This design comes from an exercise in tuning for small area, a short achievable clock period and few clock cycles per item on the open sky130 flow, not from production work. Only simulation tests tie the RTL to the original design; equivalence was not proved. Power figures rest on the tool's default switching activity, not on a simulated workload.

<file path="flow/config.mk">
export PLATFORM = sky130hd
export DESIGN_NAME = le_lane
export DESIGN_NICKNAME = le_lane
export VERILOG_FILES = /design/flow/design.v
export SDC_FILE = /design/flow/constraint.sdc
export NUM_CORES = 4
export LEC_CHECK = 0
export CAP_MARGIN = 40
export CORE_MARGIN = 2
export CORE_UTILIZATION = 30
export PLACE_DENSITY = 0.45
export SETUP_SLACK_MARGIN = 0.6
export SLEW_MARGIN = 20
</file>
<file path="flow/constraint.sdc">
create_clock -name core_clock -period 18.0 [get_ports {clk}]
set_input_delay 3.6000 -clock core_clock [delete_from_list [all_inputs] [get_ports {clk}]]
set_output_delay 3.6000 -clock core_clock [all_outputs]
set_load 0.01 [all_outputs]
</file>
<file path="flow/design.v">
module le_lane (
    input  wire         clk,
    input  wire         rst,
    input  wire         in_valid,
    output wire         in_ready,
    input  wire [4:0]   in_type,
    input  wire [3:0]   in_opt,
    input  wire         in_run,
    input  wire         in_init,
    input  wire         in_link_hi,
    input  wire         in_link_lo,
    input  wire [31:0]  in_x0,
    input  wire [31:0]  in_x1,
    input  wire [255:0] in_bank,
    input  wire [255:0] in_state,
    output reg          out_valid,
    output reg  [31:0]  out_y,
    output reg  [255:0] out_state,
    output reg          out_sat
);
    localparam T_HYS2  = 5'h01, T_HYS3 = 5'h02, T_HYSI = 5'h03, T_INT = 5'h04;
    localparam T_FILT  = 5'h10, T_MODEL = 5'h11, T_LIMIT = 5'h12, T_RAMP = 5'h13;
    localparam T_SUM   = 5'h14, T_SCALE = 5'h15;
    localparam S_IDLE = 2'd0, S_MAC = 2'd1, S_RND = 2'd2, S_DONE = 2'd3;
    localparam signed [33:0] SMAX = 34'sd2147483647;
    localparam signed [33:0] SMIN = -34'sd2147483648;
    reg [1:0]   st;
    reg [4:0]   r_type;
    reg [3:0]   r_opt;
    reg         r_run, r_init, r_lhi, r_llo;
    reg [31:0]  r_x0, r_x1;
    reg [31:0]  w [0:7];
    reg [31:0]  s [0:7];
    reg [2:0]   k;           
    reg         phase;       
    reg         r_sat;
    reg [31:0]  r_acc0;      
    reg signed [99:0] acc;
    assign in_ready = (st == S_IDLE);
    integer i;
    wire signed [31:0] x0 = r_x0;
    wire signed [31:0] x1 = r_x1;
    wire signed [33:0] e  = {{2{x0[31]}}, x0} - {{2{x1[31]}}, x1};
    reg [2:0] nterms;
    always @(*) begin
        case (r_type)
            T_SCALE: nterms = 3'd1;
            T_MODEL: nterms = 3'd2;
            T_FILT:  nterms = 3'd5;
            T_INT:   nterms = 3'd1;
            default: nterms = 3'd0;
        endcase
    end
    wire uses_mac = (nterms != 3'd0);
    reg signed [32:0] op_a;
    always @(*) begin
        op_a = 33'sd0;
        case (r_type)
            T_SCALE: op_a = {x0[31], x0};
            T_MODEL: op_a = (k == 3'd0) ? {s[0][31], s[0]} : {x0[31], x0};
            T_FILT: begin
                case (k)
                    3'd0: op_a = {x0[31], x0};
                    3'd1: op_a = {s[0][31], s[0]};
                    3'd2: op_a = {s[1][31], s[1]};
                    3'd3: op_a = -{s[2][31], s[2]};
                    default: op_a = -{s[3][31], s[3]};
                endcase
            end
            T_INT: op_a = phase ? {r_acc0[31], r_acc0} : e[32:0];
            default: op_a = 33'sd0;
        endcase
    end
    wire [2:0] cidx = (r_type == T_INT && phase) ? 3'd1 : k;
    wire signed [31:0] op_b = w[cidx];
    reg  [4:0] shf;
    always @(*) begin
        case (cidx)
            3'd0: shf = w[7][4:0];
            3'd1: shf = w[7][9:5];
            3'd2: shf = w[7][14:10];
            3'd3: shf = w[7][19:15];
            default: shf = w[7][24:20];
        endcase
    end
    wire [4:0] lsh = shf ^ 5'b10000;
    wire signed [64:0] prod = op_a * op_b;
    wire signed [99:0] term = $signed({{35{prod[64]}}, prod}) <<< lsh;
    reg signed [31:0] addend;
    always @(*) begin
        case (r_type)
            T_SCALE, T_MODEL: addend = w[6];
            T_INT:            addend = phase ? x0 : 32'sd0;
            default:          addend = 32'sd0;
        endcase
    end
    wire signed [99:0] acc_init = $signed({{68{addend[31]}}, addend}) <<< 47;
    wire signed [52:0] q    = acc[99:47];
    wire [46:0]        rem  = acc[46:0];
    wire               rup  = rem[46] & ((|rem[45:0]) | q[0]);
    wire signed [52:0] qr   = q + {52'd0, rup};
    wire               r_hi = (qr > $signed({21'd0, 32'h7fffffff}));
    wire               r_lo = (qr < $signed({{21{1'b1}}, 32'h80000000}));
    wire [31:0]        rsat = r_hi ? 32'h7fffffff : r_lo ? 32'h80000000 : qr[31:0];
    wire               rovf = r_hi | r_lo;
    function [31:0] sat34;
        input signed [33:0] v;
        begin
            if (v > SMAX)      sat34 = 32'h7fffffff;
            else if (v < SMIN) sat34 = 32'h80000000;
            else               sat34 = v[31:0];
        end
    endfunction
    function ovf34;
        input signed [33:0] v;
        begin
            ovf34 = (v > SMAX) || (v < SMIN);
        end
    endfunction
    function [31:0] clamp32;
        input signed [31:0] v;
        input signed [31:0] lo;
        input signed [31:0] hi;
        begin
            if (v < lo)      clamp32 = lo;
            else if (v > hi) clamp32 = hi;
            else             clamp32 = v;
        end
    endfunction
    function stop_fn;
        input [3:0] opt;
        input       lhi;
        input       llo;
        input signed [33:0] inc;
        reg pos, neg;
        begin
            pos = (inc > 34'sd0);
            neg = (inc < 34'sd0);
            if (opt[1:0] != 2'd1)
                stop_fn = 1'b0;
            else if (opt[2])
                stop_fn = (lhi & neg) | (llo & pos);
            else
                stop_fn = (lhi & pos) | (llo & neg);
        end
    endfunction
    wire signed [33:0] h_w0  = {{2{w[0][31]}}, w[0]};
    wire signed [33:0] h_w1  = {{2{w[1][31]}}, w[1]};
    wire [31:0] hys2_lv = (e > h_w0) ? 32'd1 : (e < -h_w0) ? 32'd0 : s[0];
    wire [31:0] hys2_y  = (hys2_lv == 32'd1) ? w[2] : w[1];
    reg  [31:0] hys3_lv;
    always @(*) begin
        if (e > h_w0)                                   hys3_lv = 32'd1;
        else if (e < -h_w0)                             hys3_lv = 32'd2;
        else if ((s[0] == 32'd1 && e <= h_w1) ||
                 (s[0] == 32'd2 && e >= -h_w1))         hys3_lv = 32'd0;
        else                                            hys3_lv = s[0];
    end
    wire [31:0] hys3_y = (hys3_lv == 32'd1) ? w[4] : (hys3_lv == 32'd2) ? w[2] : w[3];
    wire signed [33:0] hysi_inc = (e > h_w0) ? h_w1 : (e < -h_w0) ? -h_w1 : 34'sd0;
    wire signed [33:0] hysi_sum = {{2{s[0][31]}}, s[0]} + hysi_inc;
    wire               hysi_upd = r_run & ~stop_fn(r_opt, r_lhi, r_llo, hysi_inc);
    wire [31:0]        hysi_sat = sat34(hysi_sum);
    wire [31:0]        hysi_a   = hysi_upd ? ((r_opt[1:0] == 2'd2) ? clamp32(hysi_sat, w[2], w[3]) : hysi_sat)
                                           : s[0];
    wire               hysi_ovf = hysi_upd & ovf34(hysi_sum);
    wire signed [31:0] lim_m   = x1[31] ? 32'sd0 : x1;
    wire signed [31:0] w0s = w[0];
    wire signed [31:0] w1s = w[1];
    wire signed [31:0] lim_hi  = (r_opt[3] && lim_m < w1s) ? lim_m : w1s;
    wire signed [31:0] lim_lo  = (r_opt[3] && -lim_m > w0s) ? -lim_m : w0s;
    wire signed [31:0] lim_mx  = (x0 > lim_lo) ? x0 : lim_lo;
    wire               lim_fhi = (lim_mx > lim_hi);
    wire               lim_flo = (x0 < lim_lo);
    wire [31:0]        lim_y   = lim_fhi ? lim_hi : lim_mx;
    wire [31:0]        lim_cnt = (lim_fhi | lim_flo) ? ((s[0] == 32'hffffffff) ? s[0] : s[0] + 32'd1) : s[0];
    wire signed [33:0] rmp_y1 = {{2{s[6][31]}}, s[6]};
    wire signed [33:0] rmp_d  = {{2{x0[31]}}, x0} - rmp_y1;
    wire signed [33:0] rmp_up = {{2{w[0][31]}}, w[0]};
    wire signed [33:0] rmp_dn = -{{2{w[1][31]}}, w[1]};
    wire signed [33:0] rmp_dm = (rmp_d < rmp_dn) ? rmp_dn : rmp_d;
    wire signed [33:0] rmp_dc = (rmp_dm > rmp_up) ? rmp_up : rmp_dm;
    wire signed [33:0] rmp_sum = rmp_y1 + rmp_dc;
    wire [31:0]        rmp_y  = (r_opt[0] & r_init & r_run) ? x0 : rmp_sum[31:0];
    wire signed [33:0] sum_a = r_opt[0] ? -{{2{x0[31]}}, x0} : {{2{x0[31]}}, x0};
    wire signed [33:0] sum_b = r_opt[1] ? -{{2{x1[31]}}, x1} : {{2{x1[31]}}, x1};
    wire signed [33:0] sum_v = sum_a + sum_b + {{2{w[6][31]}}, w[6]};
    wire signed [33:0] int_inc  = {{2{rsat[31]}}, rsat};
    wire signed [33:0] int_sum  = {{2{s[0][31]}}, s[0]} + int_inc;
    wire               int_upd  = ~stop_fn(r_opt, r_lhi, r_llo, int_inc);
    wire [31:0]        int_sat  = sat34(int_sum);
    wire [31:0]        int_i    = int_upd ? ((r_opt[1:0] == 2'd2) ? clamp32(int_sat, w[2], w[3]) : int_sat)
                                          : s[0];
    wire               int_ovf  = rovf | (int_upd & ovf34(int_sum));
    reg [31:0] y_n;
    reg [31:0] st_n [0:7];
    reg        sat_n;
    always @(*) begin
        for (i = 0; i < 8; i = i + 1) st_n[i] = s[i];
        y_n   = x0;
        sat_n = 1'b0;
        case (r_type)
            T_HYS2: begin
                st_n[0] = hys2_lv;
                y_n     = hys2_y;
            end
            T_HYS3: begin
                st_n[0] = hys3_lv;
                y_n     = hys3_y;
            end
            T_HYSI: begin
                st_n[0] = hysi_a;
                y_n     = hysi_a;
                sat_n   = hysi_ovf;
            end
            T_INT: begin
                st_n[0] = r_acc0;
                y_n     = rsat;
                sat_n   = r_sat | rovf;
            end
            T_FILT: begin
                y_n     = rsat;
                st_n[0] = x0;
                st_n[1] = s[0];
                st_n[2] = rsat;
                st_n[3] = s[2];
                sat_n   = rovf;
            end
            T_MODEL: begin
                y_n     = rsat;
                st_n[0] = rsat;
                sat_n   = rovf;
            end
            T_LIMIT: begin
                y_n      = lim_y;
                st_n[0]  = lim_cnt;
                st_n[7][17] = lim_fhi;
                st_n[7][18] = lim_flo;
            end
            T_RAMP:  y_n = rmp_y;
            T_SUM: begin
                y_n   = sat34(sum_v);
                sat_n = ovf34(sum_v);
            end
            T_SCALE: begin
                y_n   = rsat;
                sat_n = rovf;
            end
            default: y_n = x0;
        endcase
        st_n[6] = y_n;
        if (sat_n && st_n[7][15:0] != 16'hffff)
            st_n[7][15:0] = st_n[7][15:0] + 16'd1;
    end
    always @(posedge clk) begin
        if (rst) begin
            st        <= S_IDLE;
            out_valid <= 1'b0;
            k         <= 3'd0;
            phase     <= 1'b0;
            r_sat     <= 1'b0;
        end else begin
            out_valid <= 1'b0;
            case (st)
                S_IDLE: begin
                    if (in_valid) begin
                        r_type <= in_type;
                        r_opt  <= in_opt;
                        r_run  <= in_run;
                        r_init <= in_init;
                        r_lhi  <= in_link_hi;
                        r_llo  <= in_link_lo;
                        r_x0   <= in_x0;
                        r_x1   <= in_x1;
                        for (i = 0; i < 8; i = i + 1) begin
                            w[i] <= in_bank[32*i +: 32];
                            s[i] <= in_state[32*i +: 32];
                        end
                        k     <= 3'd0;
                        phase <= 1'b0;
                        r_sat <= 1'b0;
                        st    <= S_MAC;
                    end
                end
                S_MAC: begin
                    if (!uses_mac) begin
                        st <= S_DONE;
                    end else begin
                        if (k == 3'd0)
                            acc <= acc_init + term;
                        else
                            acc <= acc + term;
                        if (k == nterms - 3'd1)
                            st <= S_RND;
                        else
                            k <= k + 3'd1;
                    end
                end
                S_RND: begin
                    if (r_type == T_INT && !phase) begin
                        if (r_run) begin
                            r_acc0 <= int_i;
                            r_sat  <= int_ovf;
                        end else begin
                            r_acc0 <= s[0];
                            r_sat  <= 1'b0;
                        end
                        phase <= 1'b1;
                        k     <= 3'd0;
                        st    <= S_MAC;
                    end else begin
                        st <= S_DONE;
                    end
                end
                default: begin
                    out_valid <= 1'b1;
                    out_y     <= y_n;
                    out_sat   <= sat_n;
                    for (i = 0; i < 8; i = i + 1)
                        out_state[32*i +: 32] <= st_n[i];
                    st <= S_IDLE;
                end
            endcase
        end
    end
endmodule
</file>
<file path="flow/run.sh">
#!/bin/bash
# synth_recipe.tcl (not shown) runs the flow's synth.tcl, then flattens the netlist and writes it again
# the make line also repeats each setting of config.mk as NAME=value (left out here)
make -C /OpenROAD-flow-scripts/flow DESIGN_CONFIG=/design/flow/config.mk WORK_HOME=/design/flow/orfs CLKGATE_MAP_FILE= SYNTH_SCRIPT=/design/flow/synth_recipe.tcl finish
</file>
==> Flow_metrics.wiki <==
{| class="wikitable"
! Metric !! Value
|-
| Root buffer selected by CTS || clkbuf_16
|-
| Post-Route WL || 759000 um
|-
| Pin count of the biggest net entering global routing || 159
|-
| Critical Path End Type || register
|-
| Top-Level Pins || 883
|-
| Placed Cells || 20600
|-
| PortBufs || 882
|-
| Max-slew violation count || 0
|-
| H-tree depth || 4
|-
| Largest vdd supply drop || 0.263 mV
|-
| Detailed-placement wirelength estimate || 640000 um
|-
| Top cells by area, synth || edfxtp_1 24%, fa_1 19%, ha_1 10%
|-
| Longest individual stage delay on the worst path || 0.77 ns
|-
| DRC marker count from the first detailed-route iteration || 15800
|-
| Cell Rows || 235
|-
| Design area || 152000 um2
|-
| Setup repair after global routing missed its margin || yes
|-
| Initial antenna violation count || 141
|-
| Leakage power of the design || 0.0655 uW
|-
| Area growth from synthesis to final layout || 22.5%
|-
| Startpoint class of the critical path || register
|-
| Start-to-end type of the worst setup path || register to register
|-
| Hold Violations, Final || 0
|-
| Core Box Area || 410000 um2
|-
| Post-Place Cell Area || 147000 um2
|-
| Floorplan die width || 646 um
|-
| Global-route total usage across every layer || 0.355
|-
| Seq/Total Area, Yosys || 0.239
|-
| Count of clock tree sinks || 986
|-
| Routed vias/inst || 5.75
|-
| Setup violation total in the final timing report || 0
|-
| Clock skew || 0.0864 ns
|-
| Worst-Margin Slew || 1.45 ns
|-
| Latest clock arrival within the worst-skew pair || 0.93 ns
|-
| Worst hold path type || register to register
|-
| Via count of the first global-routing pass || 117000
|-
| Post-Route Utilization || 0.370
|-
| Final Net Count || 18100
|-
| Netlist Area Pre-Place || 124000 um2
|-
| Leading cell type in the layout, fill and taps excluded || inv_1
|-
| Total Die Area || 418000 um2
|-
| Relative max-transition margin || 0.0343
|-
| Max cap viols || 0
|-
| Final Wtd Congestion || 1.11
|-
| Worst-case setup slack after placement || 0.729 ns
|-
| CTS tree || yes
|-
| Final antenna-violating net count || 0
|-
| Arrival @ worst endpoint || 17.36 ns
|-
| Fill count || 42600
|-
| Vertical die dimension || 646 um
|-
| Critical path's slowest cell || o22ai_1
|-
| Most frequent cells in the layout || 1638 x inv_1, 1426 x nand2_1, 1153 x fa_1, 1146 x nor2_1, 1076 x buf_4
|-
| Top cell type's share of synthesized area || 0.237
|-
| Final total negative setup slack || 0 ns
|-
| Global-route wire length before repair || 1020000 um
|-
| First-pass DRT Iterations || 9
|-
| Aggregate global routing overflow || 0
|-
| Count of mapped cells out of synthesis || 13900
|-
| Most instantiated flip-flop cell in the synthesis netlist || edfxtp_1
|-
| Proportion of layout cells with a drive suffix above 1 || 0.110
|-
| Outcome || finished clean
|-
| Async set-reset flop share out of synthesis || 0
|-
| Synth Register Bits || 986
|-
| Layout Cells excl Fill || 21000
|-
| Wire per inst || 36.1 um
|-
| Highest fanout seen on the critical path || 24
|-
| Number of flops mapped to enable cells by yosys || 978
|-
| Final worst-path setup slack || 1.22 ns
|-
| Cell type with the highest aggregate area in the netlist || edfxtp_1
|-
| Total nets after synthesis || 16700
|-
| Max Clock Freq || 0.0596 GHz
|-
| Average instance area after synthesis || 8.89 um2
|-
| Unique masters post-synth || 96
|-
| Initial cell density of the core || 0.302
|-
| Clock period minus worst slack || 16.78 ns
|-
| Most frequent CP cell || fa_1
|-
| Number of warning messages in the yosys log || 4
|-
| Longest Clk Path Bufs || 4
|-
| Overall via count from detail_route || 121000
|-
| Clock-pin slew on the worst setup and hold paths || 0.07 ns
|-
| CTS Buf Count || 136
|-
| Power density relative to cell area || 200 nW/um2
|-
| Remaining design rule violation count || 0
|-
| Required arrival time at the worst endpoint || 18.58 ns
|-
| Period utilization || 0.932
|}
worst max-delay path, delay by kind of cell (launching register included):
family	cells	cell delay, ns
compound gates	27	6.02
flops	1	0.33
simple gates	11	1.88
xor+xnor	2	0.36
fa+ha+maj	12	5.62
buf+inv	14	2.11
final timing paths:
path	cells past startpoint	endpoint	startpoint	slack (ns)
worst min-delay path	0	out_state[170]	s[5][10]	0.41
worst max register to register	66	acc[91]	r_x0[0]	1.22
worst max-delay path	66	acc[91]	r_x0[0]	1.22
worst min register to register	0	out_state[170]	s[5][10]	0.41
cell type report:
class / count / area (um2) / share of cell area
Multi-Input combinational cell: 10500 / 86200 / 0.568
Sequential cell: 986 / 29500 / 0.195
Timing Repair Buffer: 2052 / 18300 / 0.121
Tap cell: 5451 / 6820 / 0.0450
Inverter: 1641 / 6160 / 0.0406
Clock buffer: 161 / 3520 / 0.0232
Clock inverter: 80 / 862 / 0.00569
Antenna cell: 104 / 260 / 0.00172
per-layer routing:
metal	wire (um)	global-route usage	part of all wire	vias up
met1	310000	0.455	0.41	60900
met2	311000	0.509	0.41	6759
met5	1170	0.00613	0.0015	-
met3	83100	0.125	0.11	1546
met4	53900	0.217	0.071	82
li1	-	-	-	51400
Yosys cell counts (55+ instances only):
master    count
a221oi_1     64
and2_1       99
nor2_1     1157
xnor2_1     434
ha_1        997
o21a_1      161
nor2b_1     197
a22oi_1      55
nor4_1       99
a21o_1      316
and3_1      104
o31ai_1      71
a21oi_1     832
inv_1      1639
a211oi_1    132
nand2b_1    237
or3_1        85
fa_1       1153
nand3_1     289
mux2_2      113
o21bai_1     75
nand4_1     168
clkbuf_1    666
edfxtp_1    978
o21ai_0     691
mux2i_1     213
o211ai_1     85
nor3_1      189
nand2_1    1430
a31oi_1     117
a222oi_1     96
xor2_1      190
buf_1        61
stage by stage:
stage / total power [uW] / hold WS [ns]
after global placement: 27000 / 0.400
after floorplan: 16900 / 0.400
final: 30300 / 0.411
after CTS: 29800 / 0.410
after detailed placement: 26800 / 0.405
after global routing: 32300 / 0.411
flip-flops by register name (all words and copies together) (netlist names):
signal,flops
out_sat,1
phase,1
out_y,31
out_state,225
w,256
st,2
r_x0,32
r_llo,1
k,3
acc,100
s,256
r_type,5
r_x1,32
r_lhi,1
r_sat,1
r_init,1
r_acc0,32
out_valid,1
r_opt,4
r_run,1
timing repair:
item	in CTS	in global routing
hold buffers	0	0
setup buffers	0	6
resized for setup	0	29
setup endpoints to repair	0	28
power by group:
group	switching, uW	internal (uW)
Combinational	14900	9610
Sequential	175	2830
Clock	1190	1600
logic make-up after synthesis:
family / after synthesis / synth area share
xor+xnor: 624 / 0.0441
flops: 986 / 0.239
simple gates: 4211 / 0.158
buf+inv: 2412 / 0.0743
mux: 327 / 0.0277
compound gates: 3206 / 0.170
fa+ha+maj: 2157 / 0.288
Testbench counts, summed over its fixed seeds: cycles 19,525, items 4,000.

[afterwards: timing with drivers on the ports]
Ports are ideal in the flow. The routed layout listed here was re-timed in OpenROAD. Step 1: set_driving_cell puts a clkbuf_16 on clk and a buf_2 on each other input, an assumption about the parent block. Step 2 adds t to the input delays and takes it off the output delays; t is the mean of the earliest and latest rising clock arrival at the registers after step 1. Input paths then give back, and output paths get back, about the clock's delay inside the block. Three values: ideal, step 1, step 2; two values: the first two.
t (ns): 0.994
setup slack, ns: 1.221 / 1.221 / 1.221
worst hold slack (ns): 0.411 / 0.411 / 0.411
slew at the worst register clock pin (ns): 0.08 / 0.08
worst slew at a driven data input, ns: 0.20
After both steps this run still meets setup and hold. The setup slack of this run moves by 0.000 ns with the drivers and by 0.000 ns with both steps.
